What follows belongs to an exercise in optimizing a design on an open flow for small area; a production flow would make more cautious choices.
Only simulation tests tie the RTL to the original design; equivalence was not proved.

==> flow/design.v <==
module dc_lane (
    input  wire        clk,
    input  wire        rst,           
    input  wire [16:0] tstamp,        
    input  wire        mod_bit,       
    input  wire        demod_neg,     
    input  wire        restart_req,   
    input  wire        ts_slow,       
    output reg         sw_valid,      
    output reg  [11:0] coarse,
    output reg         coarse_sat,
    output reg         coarse_first,
    output reg  [34:0] hb,
    output reg         ts_valid,      
    output reg  [15:0] ts_sample,
    output reg         ts_sat,
    output reg         ts_first
);
    reg  [16:0] age;         
    reg         pend;        
    reg         m_slow;      
    wire cic_inst  = (tstamp[5:0] == 6'd0);
    wire swap_inst = (tstamp[6:0] == 7'd0);
    wire ts_inst   = m_slow ? (tstamp == 17'd0)
                            : (tstamp == 17'd0 || tstamp == 17'd61440);
    wire do_restart = pend && swap_inst;
    wire [16:0] ts_ready_age = m_slow ? 17'd123136 : 17'd61696;    
    always @(posedge clk) begin
        if (rst) begin
            age    <= 17'd0;
            pend   <= 1'b0;
            m_slow <= ts_slow;
        end else begin
            if (do_restart) begin
                age    <= 17'd1;
                m_slow <= ts_slow;
            end else if (age != 17'h1FFFF) begin
                age <= age + 17'd1;
            end
            if (restart_req)
                pend <= 1'b1;
            else if (do_restart)
                pend <= 1'b0;
        end
    end
    wire signed [27:0] d = (mod_bit ^ demod_neg) ? 28'sd1 : -28'sd1;
    reg  signed [27:0] i1, i2, i3, i4;
    reg  signed [27:0] p1, p2, p3, p4;
    wire signed [27:0] i1n = i1 + d;
    wire signed [27:0] i2n = i2 + i1n;
    wire signed [27:0] i3n = i3 + i2n;
    wire signed [27:0] i4n = i4 + i3n;
    wire signed [27:0] c1 = i4 - p1;
    wire signed [27:0] c2 = c1 - p2;
    wire signed [27:0] c3 = c2 - p3;
    wire signed [27:0] y  = c3 - p4;
    always @(posedge clk) begin
        if (rst) begin
            i1 <= 28'sd0; i2 <= 28'sd0; i3 <= 28'sd0; i4 <= 28'sd0;
            p1 <= 28'sd0; p2 <= 28'sd0; p3 <= 28'sd0; p4 <= 28'sd0;
        end else if (do_restart) begin
            i1 <= d; i2 <= d; i3 <= d; i4 <= d;
            p1 <= 28'sd0; p2 <= 28'sd0; p3 <= 28'sd0; p4 <= 28'sd0;
        end else begin
            i1 <= i1n; i2 <= i2n; i3 <= i3n; i4 <= i4n;
            if (cic_inst) begin
                p1 <= i4; p2 <= c1; p3 <= c2; p4 <= c3;
            end
        end
    end
    wire               accept = (age >= 17'd320);
    wire signed [27:0] ya     = accept ? y : 28'sd0;
    reg signed [27:0] hist [0:9];
    integer k;
    always @(posedge clk) begin
        if (rst || do_restart) begin
            for (k = 0; k < 10; k = k + 1)
                hist[k] <= 28'sd0;
        end else if (cic_inst) begin
            hist[0] <= ya;
            for (k = 1; k < 10; k = k + 1)
                hist[k] <= hist[k-1];
        end
    end
    wire signed [29:0] csum = ya + hist[0] + hist[1] + hist[2];
    wire        [29:0] cmag = csum[29] ? -csum : csum;
    wire        [15:0] cq   = (cmag + 30'd8192) >> 14;
    reg  signed [11:0] cval;
    reg                csat;
    always @(*) begin
        csat = 1'b0;
        if (!csum[29] && cq > 16'd2047) begin
            cval = 12'sd2047;  csat = 1'b1;
        end else if (csum[29] && cq > 16'd2048) begin
            cval = -12'sd2048; csat = 1'b1;
        end else if (csum[29]) begin
            cval = -cq[11:0];
        end else begin
            cval = cq[11:0];
        end
    end
    wire signed [34:0] hval =  35'sd3   * ya
                             - 35'sd25  * hist[1]
                             + 35'sd150 * hist[3]
                             + 35'sd256 * hist[4]
                             + 35'sd150 * hist[5]
                             - 35'sd25  * hist[7]
                             + 35'sd3   * hist[9];
    reg  signed [35:0] acc;
    reg                ts_done_first;    
    wire signed [35:0] tsum = acc + ya;
    wire        [35:0] tmag = tsum[35] ? -tsum : tsum;
    wire        [35:0] tnum = tmag + (m_slow ? 36'd245760 : 36'd122880);
    wire        [20:0] tsh  = m_slow ? tnum[35:15] : tnum[34:14];
    wire        [20:0] tq   = tsh / 21'd15;
    reg  signed [15:0] tval;
    reg                tsat;
    always @(*) begin
        tsat = 1'b0;
        if (!tsum[35] && tq > 21'd32767) begin
            tval = 16'sd32767;  tsat = 1'b1;
        end else if (tsum[35] && tq > 21'd32768) begin
            tval = -16'sd32768; tsat = 1'b1;
        end else if (tsum[35]) begin
            tval = -tq[15:0];
        end else begin
            tval = tq[15:0];
        end
    end
    always @(posedge clk) begin
        if (rst || do_restart) begin
            acc <= 36'sd0;
        end else if (cic_inst) begin
            if (ts_inst)
                acc <= 36'sd0;
            else
                acc <= tsum;
        end
    end
    always @(posedge clk) begin
        if (rst) begin
            sw_valid      <= 1'b0;
            ts_valid      <= 1'b0;
            ts_done_first <= 1'b0;
            coarse        <= 12'd0;
            coarse_sat    <= 1'b0;
            coarse_first  <= 1'b0;
            hb            <= 35'd0;
            ts_sample     <= 16'd0;
            ts_sat        <= 1'b0;
            ts_first      <= 1'b0;
        end else begin
            sw_valid <= swap_inst && (age >= 17'd512);
            if (swap_inst && age >= 17'd512) begin
                coarse       <= cval;
                coarse_sat   <= csat;
                coarse_first <= (age == 17'd512);
                hb           <= hval;
            end
            ts_valid <= cic_inst && ts_inst && (age >= ts_ready_age);
            if (cic_inst && ts_inst && age >= ts_ready_age) begin
                ts_sample <= tval;
                ts_sat    <= tsat;
                ts_first  <= !ts_done_first;
            end
            if (do_restart)
                ts_done_first <= 1'b0;
            else if (cic_inst && ts_inst && age >= ts_ready_age)
                ts_done_first <= 1'b1;
        end
    end
endmodule
module dc_accel (
    input  wire         clk,
    input  wire         rst,            
    input  wire [2:0]   mod_bit,        
    input  wire [2:0]   demod_neg,      
    input  wire [2:0]   restart_req,    
    input  wire [2:0]   ts_slow,        
    output wire [2:0]   sw_valid,
    output wire [35:0]  coarse,         
    output wire [2:0]   coarse_sat,
    output wire [2:0]   coarse_first,
    output wire [104:0] hb,             
    output wire [2:0]   ts_valid,
    output wire [47:0]  ts_sample,      
    output wire [2:0]   ts_sat,
    output wire [2:0]   ts_first
);
    reg [16:0] tstamp;      
    always @(posedge clk) begin
        if (rst)
            tstamp <= 17'd0;
        else
            tstamp <= (tstamp == 17'd122879) ? 17'd0 : tstamp + 17'd1;
    end
    genvar g;
    generate
        for (g = 0; g < 3; g = g + 1) begin : lane
            dc_lane u_lane (
                .clk          (clk),
                .rst          (rst),
                .tstamp       (tstamp),
                .mod_bit      (mod_bit[g]),
                .demod_neg    (demod_neg[g]),
                .restart_req  (restart_req[g]),
                .ts_slow      (ts_slow[g]),
                .sw_valid     (sw_valid[g]),
                .coarse       (coarse[12*g +: 12]),
                .coarse_sat   (coarse_sat[g]),
                .coarse_first (coarse_first[g]),
                .hb           (hb[35*g +: 35]),
                .ts_valid     (ts_valid[g]),
                .ts_sample    (ts_sample[16*g +: 16]),
                .ts_sat       (ts_sat[g]),
                .ts_first     (ts_first[g])
            );
        end
    endgenerate
endmodule
==> flow/run.sh <==
#!/bin/bash
# synth_recipe.tcl (not shown) runs the flow's synth.tcl, then flattens the netlist and writes it again
# the make line also repeats each setting of config.mk as NAME=value (left out here)
make -C /OpenROAD-flow-scripts/flow DESIGN_CONFIG=/design/flow/config.mk WORK_HOME=/design/flow/orfs CLKGATE_MAP_FILE= SYNTH_SCRIPT=/design/flow/synth_recipe.tcl finish
==> flow/config.mk <==
export PLATFORM = sky130hd
export DESIGN_NAME = dc_accel
export DESIGN_NICKNAME = dc_accel
export VERILOG_FILES = /design/flow/design.v
export SDC_FILE = /design/flow/constraint.sdc
export NUM_CORES = 4
export LEC_CHECK = 0
export CAP_MARGIN = 20
export CORE_MARGIN = 2
export CORE_UTILIZATION = 40
export SLEW_MARGIN = 20
==> flow/constraint.sdc <==
create_clock -name core_clock -period 40.0 [get_ports {clk}]
set_input_delay 8.0000 -clock core_clock [delete_from_list [all_inputs] [get_ports {clk}]]
set_output_delay 8.0000 -clock core_clock [all_outputs]
set_load 0.01 [all_outputs]
==> results by group <==
Cells and area
  – Area growth syn-to-layout: 9.16%
  – Fin area: around 200000 µm²
  – Fin nets: between 20k and 30k
  – Share of layout cells above drive strength 1: between 3 and 4%
  – Fillers: 45.8k

Timing
  – Max Clock Skew: between 0.09 and 0.1 ns
  – Slew at the pin with the worst max-slew slack: between 1 and 1.5 ns
  – Max frequency: about 37 MHz
  – Final hold viol count: 0
  – Final Max Tran Viols: 0
  – Total negative slack: 0 ns
  – Final setup viols: 0
  – Final min period: ~27 ns
  – RSZ-0062 raised after global routing: false
  – Post-route setup slack: around 13 ns
  – Worst slew margin: 18.1%
  – Final period util: between 60% and 70%

Clock tree
  – Worst skew pair latency: around 0.99 ns
  – TritonCTS Buffers: 241
  – PostCTS Resize Cnt: 0
  – Post-CTS Setup Inserts: 0
  – CTS Buffer Depth: 4
  – CTS tree: built
  – H-tree depth: 4
  – Sink Count: about 1.9k
  – Clock Pin Slew Worst Setup and Hold Paths: ~0.07 ns
  – Hold buffers post-CTS: 0
  – Root buf cell: clkbuf_16

Drt
  – Overall routed net length: between 400000 and 500000 µm
  – 1st-iter DRT viols: 8404
  – WL per Instance: between 15 and 20 µm
  – Post-route DRC: 0
  – Via count: around 150k
  – Final ANT Viol Nets: 0
  – Vias per cell: about 5
  – Pre-antenna DRT Iters: 6

Place
  – Gpl congestion: slightly below 0.9
  – Port Buffers: 220
  – Post-DP Area: a little under 200000 µm²
  – Worst slack at placement: roughly 14 ns
  – Dpl hpwl: roughly 360000 µm

Floorplanning
  – Die W: 682 µm
  – I/O pins: 221
  – Starting Density: between 40 and 50%
  – Die ar.: 465000 µm²
  – FP Rows: about 250
  – Chip height: ~680 µm
  – Core area: ~460000 µm²

Critical path
  – Most frequent CP cell: a21o_1
  – Required @ worst endpoint: approximately 40 ns
  – Worst path max stage delay: just over 0.7 ns
  – Worst setup SP type: flop
  – Critical path's slowest cell: a21oi_1
  – FF-to-FF End: lane[2].u_lane.ts_sample[12]
  – CP Capture Type: flop
  – Crit path DAT: around 28 ns
  – R2R depth: roughly 110
  – Crit-path max FO: 18
  – Crit path kind: flop to flop
  – Reg2Reg Setup Slack: ~13 ns
  – Worst r2r src: lane[2].u_lane.i4[0]

Worst hold path
  – Worst Hold Class: flop to flop
  – Min-delay src: lane[2].u_lane.ts_done_first
  – Worst hold path depth: 1
  – WHS Endpoint: lane[2].u_lane.ts_first

Synth
  – Synth Area per Inst: 7.93 µm²
  – Commonest cells in the netlist: inv_1, nand2_1, a21oi_1
  – Number of flops mapped to enable cells by yosys: 3
  – Ys flop type: dfxtp_1
  – Netlist cell types: about 150
  – Post-synthesis cell count: about 23k
  – Synthesized cell area: around 180000 µm²
  – Sequential fraction of the synthesis area: between 20% and 30%
  – Most numerous cell in the Yosys netlist: inv_1
  – Syn Nets: about 27k
  – Yosys warning total: 3
  – Synth top area share: 20.7%
  – Flops & latches, synth: between 1.5k and 2k
  – Top cells by area, synth: dfxtp_1, ha_1, fa_1, inv_1, a21oi_1
  – Yosys top cell by area: dfxtp_1
  – Post-synth ARST share: 0%

Global route
  – Vias in the first global route: about 150k
  – Largest net degree at the start of global routing: around 220
  – Total track usage: 20.1%
  – First-pass GRT wire length: 772000 µm
  – Initial antenna violation count: 18
  – Total gr overflow: 0

Status
  – Status: timing/DRC/antenna clean

Job
  – MaxCap Viol Count: 0
per-layer routing:
metal	track usage [%]	vias to the layer above	routed length (µm)
met4	4.59	0	11100
met2	33.5	2085	216000
met5	0	-	0
li1	-	76800	-
met1	27.8	70500	229000
met3	2.02	484	17400
critical path, delay by kind of cell, from the launching register on:
| kind | cells | cell delay, ns |
|---|---|---|
| mux | 1 | 0.30 |
| fa+ha+maj | 10 | 3.04 |
| flops | 1 | 0.33 |
| compound gates | 56 | 13.82 |
| xor+xnor | 9 | 1.76 |
| buf+inv | 5 | 0.76 |
| simple gates | 27 | 6.58 |
registers in the layout (all words and copies together) (netlist names), 51 cells and up:
signal,cells
lane.u_lane.i2,84
lane.u_lane.i3,84
lane.u_lane.i4,84
lane.u_lane.hb,105
lane.u_lane.acc,108
lane.u_lane.age,51
lane.u_lane.p2,84
lane.u_lane.hist,840
lane.u_lane.p4,84
lane.u_lane.p3,84
lane.u_lane.i1,84
lane.u_lane.p1,84
how the worst max path moves through the flow:
stage,startpoint,endpoint,slack [ns],depth (start not counted)
after global placement,lane[1].u_lane.p1[2],lane[1].u_lane.ts_sample[4],13.91,105
after floorplan,lane[2].u_lane.i4[0],lane[2].u_lane.ts_sample[11],17.57,112
after CTS,lane[2].u_lane.i4[0],lane[2].u_lane.ts_sat,13.39,108
after global routing,lane[2].u_lane.i4[0],lane[2].u_lane.ts_sample[12],10.63,109
after detailed placement,lane[2].u_lane.i4[0],lane[2].u_lane.ts_sat,13.55,108
final,lane[2].u_lane.i4[0],lane[2].u_lane.ts_sample[12],13.28,108
cell families after synthesis:
group | synth area share, %
AND/OR/NAND/NOR | 13.9
flip-flops | 20.7
AO/OA/AOI/OAI | 19.2
buffers and inverters | 8.99
multiplexers | 0.583
XOR/XNOR | 8.21
adder cells (fa/ha/maj) | 28.4
area by class of cell:
| type | instances | area, µm² | area share [%] |
|---|---|---|---|
| Sequential cell | 1904 | 38100 | 19.0 |
| Clock inverter | 119 | 1680 | 0.837 |
| Tap cell | 6149 | 7690 | 3.83 |
| Multi-Input combinational cell | 16900 | 129000 | 64.5 |
| Timing Repair Buffer | 343 | 3270 | 1.63 |
| Antenna cell | 7 | 17.5 | 0.00872 |
| Clock buffer | 328 | 6950 | 3.46 |
| Inverter | 3609 | 13600 | 6.76 |
per-stage QoR:
stage / utilization (%) / hold WS (ns) / cells
global route: 43.8 / 0.453 / 29400
global placement: 41.9 / 0.422 / 28900
detailed placement: 41.9 / 0.430 / 28900
floorplan: - / 0.414 / 23200
finish: 43.8 / 0.430 / 29400
CTS: 43.7 / 0.433 / 29400
cell usage in the layout, fill, tap and decap left out, types with 134 or more instances in the layout:
cell type           n
nand2_1          3443
inv_1            3601
nor2_1            954
ha_1             2463
o21ai_0           762
fa_1             1068
o21a_1            134
o21bai_1          654
clkdlybuf4s50_1   219
a21o_1            372
nand3_1           249
nand2b_1          142
a21oi_1          2693
nor3_1            224
dfxtp_1          1901
xnor2_1          1181
clkbuf_16         245
xor2_1            522
a211oi_1          169

what the ideal ports hide:
In the flow no input, the clock included, has a driving cell. The finished layout below was timed again as built, in two steps. Step 1 (the two cells are an assumption about what drives the block):
set clk [get_ports {clk}]
set_driving_cell -lib_cell sky130_fd_sc_hd__clkbuf_16 $clk
set_driving_cell -lib_cell sky130_fd_sc_hd__buf_2 [delete_from_list [all_inputs] $clk]
Step 2 times the ports against the registers' clock, not the clock port: input delays grow and output delays shrink by t, the midpoint of the rising clock arrivals with the driver on. Slacks: ideal / step 1 / step 2; pairs: ideal / step 1.
shift t [ns]: 1.059
setup WS [ns]: 13.278 / 13.278 / 13.278
worst hold slack (ns): 0.430 / 0.430 / 0.430
worst slew at a driven data input, ns: 0.22
pins driven straight from the clock port: 1
After both steps this run still meets setup and hold. For this run, drivers alone change the setup slack by 0.000 ns; drivers and shift together by 0.000 ns.
